From an optimization exercise on the open Yosys and OpenROAD flow, aimed at small area, a short achievable clock period and few clock cycles; shortcuts taken in it are not production practice.
The RTL was checked by simulation tests, not by an equivalence proof against the original design.
No activity file was given, so power comes from the tool's default toggle rates.

// mxquant
module mxquant (
    input  wire         clk,
    input  wire         rst,           
    input  wire         in_valid,
    output wire         in_ready,
    input  wire [127:0] in_x,          
    input  wire [7:0]   in_fmt,        
    input  wire [2:0]   in_round,
    input  wire         in_sat,
    input  wire         seed_load,
    input  wire [31:0]  seed,
    output reg          out_valid,
    output reg  [31:0]  out_e,         
    output reg  [7:0]   out_scale,
    output reg  [3:0]   out_sat
);
export LEC_CHECK = 0
export CAP_MARGIN = 50
export CORE_MARGIN = 2
export CORE_UTILIZATION = 40
export CTS_CLUSTER_DIAMETER = 120
export CTS_CLUSTER_SIZE = 25
export SETUP_SLACK_MARGIN = 1.5
export SLEW_MARGIN = 70
create_clock -name core_clock -period 24.0 [get_ports {clk}]
standard.sh (not shown) runs the stock make flow with config.mk's settings and CLKGATE_MAP_FILE= SYNTH_SCRIPT=/design/flow/synth_recipe.tcl, a recipe that flattens the netlist after the stock synthesis.
==> flow/flow/run.sh <==
#!/bin/bash
# The standard layout, with the port buffers made from plain buffers
# (sky130_fd_sc_hd__buf_2) instead of the delay buffers buffer_ports picks
# by default. Every input and output port still gets its own buffer.
set -e
export BUFFER_PORTS_ARGS="-buffer_cell sky130_fd_sc_hd__buf_2"
bash standard.sh > standard.log 2>&1
Testbench counts at the start, summed over its fixed seeds: cycles 96,088.
Rerun with:
--- a/flow/design.v
+++ b/flow/design.v
@@ -188,14 +188,23 @@
             cfg_round <= in_round;
             cfg_sat   <= in_sat;
         end
     function [7:0] efld(input [31:0] v);    
         efld = (v[30:23] == 8'hFF) ? 8'hFE : v[30:23];
     endfunction
-    function [7:0] max8(input [7:0] a, input [7:0] b);
-        max8 = (a > b) ? a : b;
+    function gt8(input [7:0] a, input [7:0] b);
+        reg g, e;
+        integer n;
+        begin
+            g = 1'b0; e = 1'b1;
+            for (n = 7; n >= 0; n = n - 1) begin
+                g = g | (e & a[n] & ~b[n]);
+                e = e & ~(a[n] ^ b[n]);
+            end
+            gt8 = g;
+        end
     endfunction
     reg  [3:0] emax;
     always @(*) begin
         case (cfg_el)
             2'd0:    emax = 4'd8;
             2'd1:    emax = 4'd15;
@@ -227,14 +236,14 @@
     integer ci, cj;
     always @(*) begin
         mraw = 8'd0;
         for (ci = 0; ci < 5; ci = ci + 1) begin
             win = 1'b1;
             for (cj = 0; cj < 5; cj = cj + 1)
-                if (cj < ci)      win = win & (cand[ci] >  cand[cj]);
-                else if (cj > ci) win = win & (cand[ci] >= cand[cj]);
+                if (cj < ci)      win = win & gt8(cand[ci], cand[cj]);
+                else if (cj > ci) win = win & ~gt8(cand[cj], cand[ci]);
             mraw = mraw | (cand[ci] & {8{win}});
         end
     end
     wire [7:0] mfin = (mraw == 8'hFF) ? 8'hFE : mraw;
     always @(posedge clk)
         if (v0) begin
The changed run completed without violations.
Non-clock buffer count grows by 7.
Final cell count is lower by 1.5%.
Final area fell by 0.66%.
Worst hold slack is worse by 0.024 ns.
Clock skew increases by 0.0072 ns.
Die area goes down by 0.84%.
Global-route usage is higher by 0.32 points.
Wire length barely changes.
Via count shrinks by 1.4%.
Testbench counts after the change, summed over its fixed seeds: cycles 96,088.

* * *

alpha:
Another version of the RTL of mxquant (not shown whole).
For scale: ~6100 cells after synthesis, ~220 I/O pins, about 63000 um^2 of cells after synthesis.
==> module mx_lane, before the edit <==
module mx_lane (
    input  wire        clk,
    input  wire [31:0] x,           
    input  wire        load,        
    input  wire [1:0]  cfg_el,      
    input  wire [2:0]  cfg_round,   
    input  wire [7:0]  mfin,        
    input  wire [15:0] u,           
    output reg  [7:0]  code,        
    output reg         f_sat        
);
    reg [1:0] el2, el3;
    reg [2:0] rnd2, rnd3;
    reg [7:0] m2;
    always @(posedge clk) begin
        if (load) begin
            el2  <= cfg_el;
            rnd2 <= cfg_round;
            m2   <= mfin;
        end
        el3  <= el2;
        rnd3 <= rnd2;
    end
    wire [1:0] el1 = load ? cfg_el : el2;
    wire        s    = x[31];
    wire        inf  = x[30:23] == 8'hFF;
    wire [7:0]  fe   = inf ? 8'hFE : x[30:23];
    wire [22:0] fm   = inf ? 23'h7F_FFFF : x[22:0];
    wire [23:0] raw  = {fe != 8'd0, fm};
    wire [7:0]  ee   = (fe == 8'd0) ? 8'd1 : fe;
    reg [4:0] pr, tz;
    integer i;
    always @(*) begin
        pr = 5'd0;
        for (i = 0; i < 24; i = i + 1)
            if (raw[i]) pr = i[4:0];
        tz = 5'd0;
        for (i = 23; i >= 0; i = i - 1)
            if (raw[i]) tz = i[4:0];
    end
    reg signed [9:0] k1;
    reg        [1:0] mb1;
    always @(*) begin
        case (el1)
            2'd0:    begin k1 = 10'sd6;  mb1 = 2'd3; end
            2'd1:    begin k1 = -10'sd8; mb1 = 2'd2; end
            2'd2:    begin k1 = 10'sd20; mb1 = 2'd1; end
            default: begin k1 = 10'sd17; mb1 = 2'd0; end
        endcase
    end
    reg              p1_s, p1_inf, p1_nz;
    reg       [23:0] p1_raw;
    reg signed [9:0] p1_ke;     
    reg signed [5:0] p1_pc;     
    reg        [5:0] p1_tzq;    
    always @(posedge clk) begin
        p1_s   <= s;
        p1_inf <= inf;
        p1_nz  <= raw != 24'd0;
        p1_raw <= raw;
        p1_ke  <= k1 - $signed({2'd0, ee});
        p1_pc  <= (el1 == 2'd3) ? 6'sd0 : $signed({1'b0, pr}) - $signed({4'd0, mb1});
        p1_tzq <= {1'b0, tz} + 6'd16;
    end
    wire signed [10:0] tc   = $signed({3'd0, m2}) + $signed({p1_ke[9], p1_ke});
    wire signed [10:0] pc   = {{5{p1_pc[5]}}, p1_pc};
    wire signed [10:0] d    = pc - tc;
    wire               nrm  = pc > tc;
    wire               far  = !nrm && tc[10:6] != 5'd0;     
    wire [5:0]         rs   = nrm ? p1_pc[5:0] : tc[5:0];
    wire [39:0]        w    = far ? 40'd0 : {p1_raw, 16'd0} >> rs;
    wire               stk  = p1_nz && (far || rs > p1_tzq);
    reg        p2_s, p2_inf, p2_stk;
    reg [7:0]  p2_rq;
    reg [15:0] p2_d;
    reg [4:0]  p2_base;
    always @(posedge clk) begin
        p2_s    <= p1_s;
        p2_inf  <= p1_inf;
        p2_stk  <= stk;
        p2_rq   <= w[23:16];
        p2_d    <= w[15:0];
        p2_base <= nrm ? d[4:0] : 5'd0;
    end
    wire        half    = p2_d[15];
    wire        below   = (|p2_d[14:0]) | p2_stk;
    wire        inexact = half | below;
    wire [16:0] dsum    = {1'b0, p2_d} + {1'b0, u};
    reg up;
    always @(*) begin
        case (rnd3)
            3'd0: up = half & (below | p2_rq[0]);
            3'd1: up = half;
            3'd2: up = 1'b0;
            3'd3: up = inexact & ~p2_s;
            3'd4: up = inexact & p2_s;
            3'd5: up = dsum[16];
            default: up = 1'b0;
        endcase
    end
    wire       is_int = el3 == 2'd3;
    reg  [7:0] bs, maxbits, sgnb;
    always @(*) begin
        case (el3)
            2'd0:    begin bs = {p2_base, 3'd0};       maxbits = 8'h7E; sgnb = {p2_s, 7'd0}; end
            2'd1:    begin bs = {1'b0, p2_base, 2'd0}; maxbits = 8'h7B; sgnb = {p2_s, 7'd0}; end
            2'd2:    begin bs = {2'b0, p2_base, 1'd0}; maxbits = 8'h07; sgnb = {4'd0, p2_s, 3'd0}; end
            default: begin bs = 8'd0;                  maxbits = 8'h7F; sgnb = 8'd0; end
        endcase
    end
    wire       neg = is_int & p2_s;
    wire [8:0] sum = {1'b0, neg ? ~p2_rq : p2_rq} + {1'b0, bs} + {8'd0, up ^ neg};
    always @(*) begin
        f_sat = p2_inf;
        if (is_int) begin
            if (!p2_s && up && p2_rq[6:0] == 7'h7F) begin code = 8'h7F; f_sat = 1'b1; end
            else                                          code = sum[7:0];
        end else if (sum > {1'b0, maxbits}) begin
            code = sgnb | maxbits; f_sat = 1'b1;
        end else begin
            code = sgnb | sum[7:0];
        end
    end
endmodule
clock: 24.0 ns
lec_check: 0
cap_margin: 50
core_margin: 2
core_utilization: 40
setup_slack_margin: 1.5
slew_margin: 70
Scripts as last shown in full above: flow/flow/run.sh
Testbench counts of alpha, summed over its fixed seeds: cycles 96,088.
## Diff of input files: beta against alpha
-- flow/design.v --
<<< alpha, line 49
        endcase
    end
    reg              p1_s, p1_inf, p1_nz;
    reg       [23:0] p1_raw;
>>> beta, line 49
        endcase
    end
    wire signed [5:0] pc1 = (el1 == 2'd3) ? 6'sd0 : $signed({1'b0, pr}) - $signed({4'd0, mb1});
    reg              p1_s, p1_inf, p1_nz;
    reg       [23:0] p1_raw;
<<< alpha, line 54
    reg signed [5:0] p1_pc;     
    reg        [5:0] p1_tzq;    
    always @(posedge clk) begin
        p1_s   <= s;
>>> beta, line 55
    reg signed [5:0] p1_pc;     
    reg        [5:0] p1_tzq;    
    reg              p1_pcgt;   
    always @(posedge clk) begin
        p1_s   <= s;
<<< alpha, line 60
        p1_raw <= raw;
        p1_ke  <= k1 - $signed({2'd0, ee});
        p1_pc  <= (el1 == 2'd3) ? 6'sd0 : $signed({1'b0, pr}) - $signed({4'd0, mb1});
        p1_tzq <= {1'b0, tz} + 6'd16;
    end
    wire signed [10:0] tc   = $signed({3'd0, m2}) + $signed({p1_ke[9], p1_ke});
>>> beta, line 62
        p1_raw <= raw;
        p1_ke  <= k1 - $signed({2'd0, ee});
        p1_pc  <= pc1;
        p1_tzq <= {1'b0, tz} + 6'd16;
        p1_pcgt <= pc1 > $signed({1'b0, {1'b0, tz} + 6'd16});
    end
    wire signed [10:0] tc   = $signed({3'd0, m2}) + $signed({p1_ke[9], p1_ke});
<<< alpha, line 70
    wire [5:0]         rs   = nrm ? p1_pc[5:0] : tc[5:0];
    wire [39:0]        w    = far ? 40'd0 : {p1_raw, 16'd0} >> rs;
    wire               stk  = p1_nz && (far || rs > p1_tzq);
    reg        p2_s, p2_inf, p2_stk;
    reg [7:0]  p2_rq;
>>> beta, line 73
    wire [5:0]         rs   = nrm ? p1_pc[5:0] : tc[5:0];
    wire [39:0]        w    = far ? 40'd0 : {p1_raw, 16'd0} >> rs;
    wire               stk  = p1_nz && (far || (nrm ? p1_pcgt : tc[5:0] > p1_tzq));
    reg        p2_s, p2_inf, p2_stk;
    reg [7:0]  p2_rq;
<<< alpha, line 100
    end
    wire       is_int = el3 == 2'd3;
    reg  [7:0] bs, maxbits, sgnb;
    always @(*) begin
        case (el3)
            2'd0:    begin bs = {p2_base, 3'd0};       maxbits = 8'h7E; sgnb = {p2_s, 7'd0}; end
            2'd1:    begin bs = {1'b0, p2_base, 2'd0}; maxbits = 8'h7B; sgnb = {p2_s, 7'd0}; end
            2'd2:    begin bs = {2'b0, p2_base, 1'd0}; maxbits = 8'h07; sgnb = {4'd0, p2_s, 3'd0}; end
            default: begin bs = 8'd0;                  maxbits = 8'h7F; sgnb = 8'd0; end
        endcase
    end
    wire       neg = is_int & p2_s;
    wire [8:0] sum = {1'b0, neg ? ~p2_rq : p2_rq} + {1'b0, bs} + {8'd0, up ^ neg};
    always @(*) begin
        f_sat = p2_inf;
>>> beta, line 103
    end
    wire       is_int = el3 == 2'd3;
    reg  [7:0] bs, sgnb;
    always @(*) begin
        case (el3)
            2'd0:    begin bs = {p2_base, 3'd0};       sgnb = {p2_s, 7'd0}; end
            2'd1:    begin bs = {1'b0, p2_base, 2'd0}; sgnb = {p2_s, 7'd0}; end
            2'd2:    begin bs = {2'b0, p2_base, 1'd0}; sgnb = {4'd0, p2_s, 3'd0}; end
            default: begin bs = 8'd0;                  sgnb = 8'd0; end
        endcase
    end
    wire       neg = is_int & p2_s;
    wire [8:0] sum = {1'b0, neg ? ~p2_rq : p2_rq} + {1'b0, bs} + {8'd0, up ^ neg};
    reg ovf;
    always @(*) begin
        case (el3)
            2'd0:    ovf = sum > 9'h07E;
            2'd1:    ovf = sum > 9'h07B;
            default: ovf = sum > 9'h007;
        endcase
    end
    wire [7:0] maxbits = (el3 == 2'd0) ? 8'h7E : (el3 == 2'd1) ? 8'h7B : 8'h07;
    always @(*) begin
        f_sat = p2_inf;
<<< alpha, line 116
            if (!p2_s && up && p2_rq[6:0] == 7'h7F) begin code = 8'h7F; f_sat = 1'b1; end
            else                                          code = sum[7:0];
        end else if (sum > {1'b0, maxbits}) begin
            code = sgnb | maxbits; f_sat = 1'b1;
        end else begin
>>> beta, line 128
            if (!p2_s && up && p2_rq[6:0] == 7'h7F) begin code = 8'h7F; f_sat = 1'b1; end
            else                                          code = sum[7:0];
        end else if (ovf) begin
            code = sgnb | maxbits; f_sat = 1'b1;
        end else begin
Findings:
The final wirelength in beta was lower than what alpha gave.
For critical path depth, dividing the value from beta by the value from alpha gives 0.75.
Side by side, cell count turned out lower in beta than in alpha.
Total power of beta is lower than that of alpha.
Relative to alpha, relative area change from synthesis to final layout has gone down in beta.
Summary of the comparison: via count of the first global-routing pass is lower in beta, relative to alpha.
The launching element of the worst setup path comes out lane[2].u_lane.m2[1]$_DFFE_PP_ in one run and lane[2].u_lane.m2[0]$_DFFE_PP_ in the other, namely in beta and alpha respectively.
Between beta and alpha, the total of plain and repair buffers excluding clock buffers figures differ only marginally.
Relative contribution of sequential cells to total power (higher): beta
Testbench counts of beta, summed over its fixed seeds: cycles 96,088.

-- port drivers added, routing unchanged --
In the flow no input, the clock included, has a driving cell. The finished layouts below were timed again as built, in two steps. Step 1, drivers: a clkbuf_16 drives clk and a buf_2 each remaining input, both assumed. Step 2 moves the port delays by t, midway between the first and last clock arrival at a register: inputs arrive t later, outputs are due t later. That takes back most of the time a late clock gives input paths. Three values: ideal ports, drivers, drivers and shift; two values: the first two.
| run | t (ns) | setup slack, ns | worst setup path at the end |
|---|---|---|---|
| the first run of note 1 | 0.776 | 17.574 / 17.574 / 17.574 | register to register |
| the second run of note 1 | 0.796 | 17.616 / 17.616 / 16.974 | input to register |
| alpha | 0.891 | 17.356 / 17.356 / 17.356 | register to register |
| beta | 0.850 | 17.543 / 17.543 / 17.510 | input to register |
After both steps setup and hold are still met in every run listed. For the second run of note 1, which loses most, drivers alone change the setup slack by 0.000 ns; drivers and shift together by -0.642 ns.
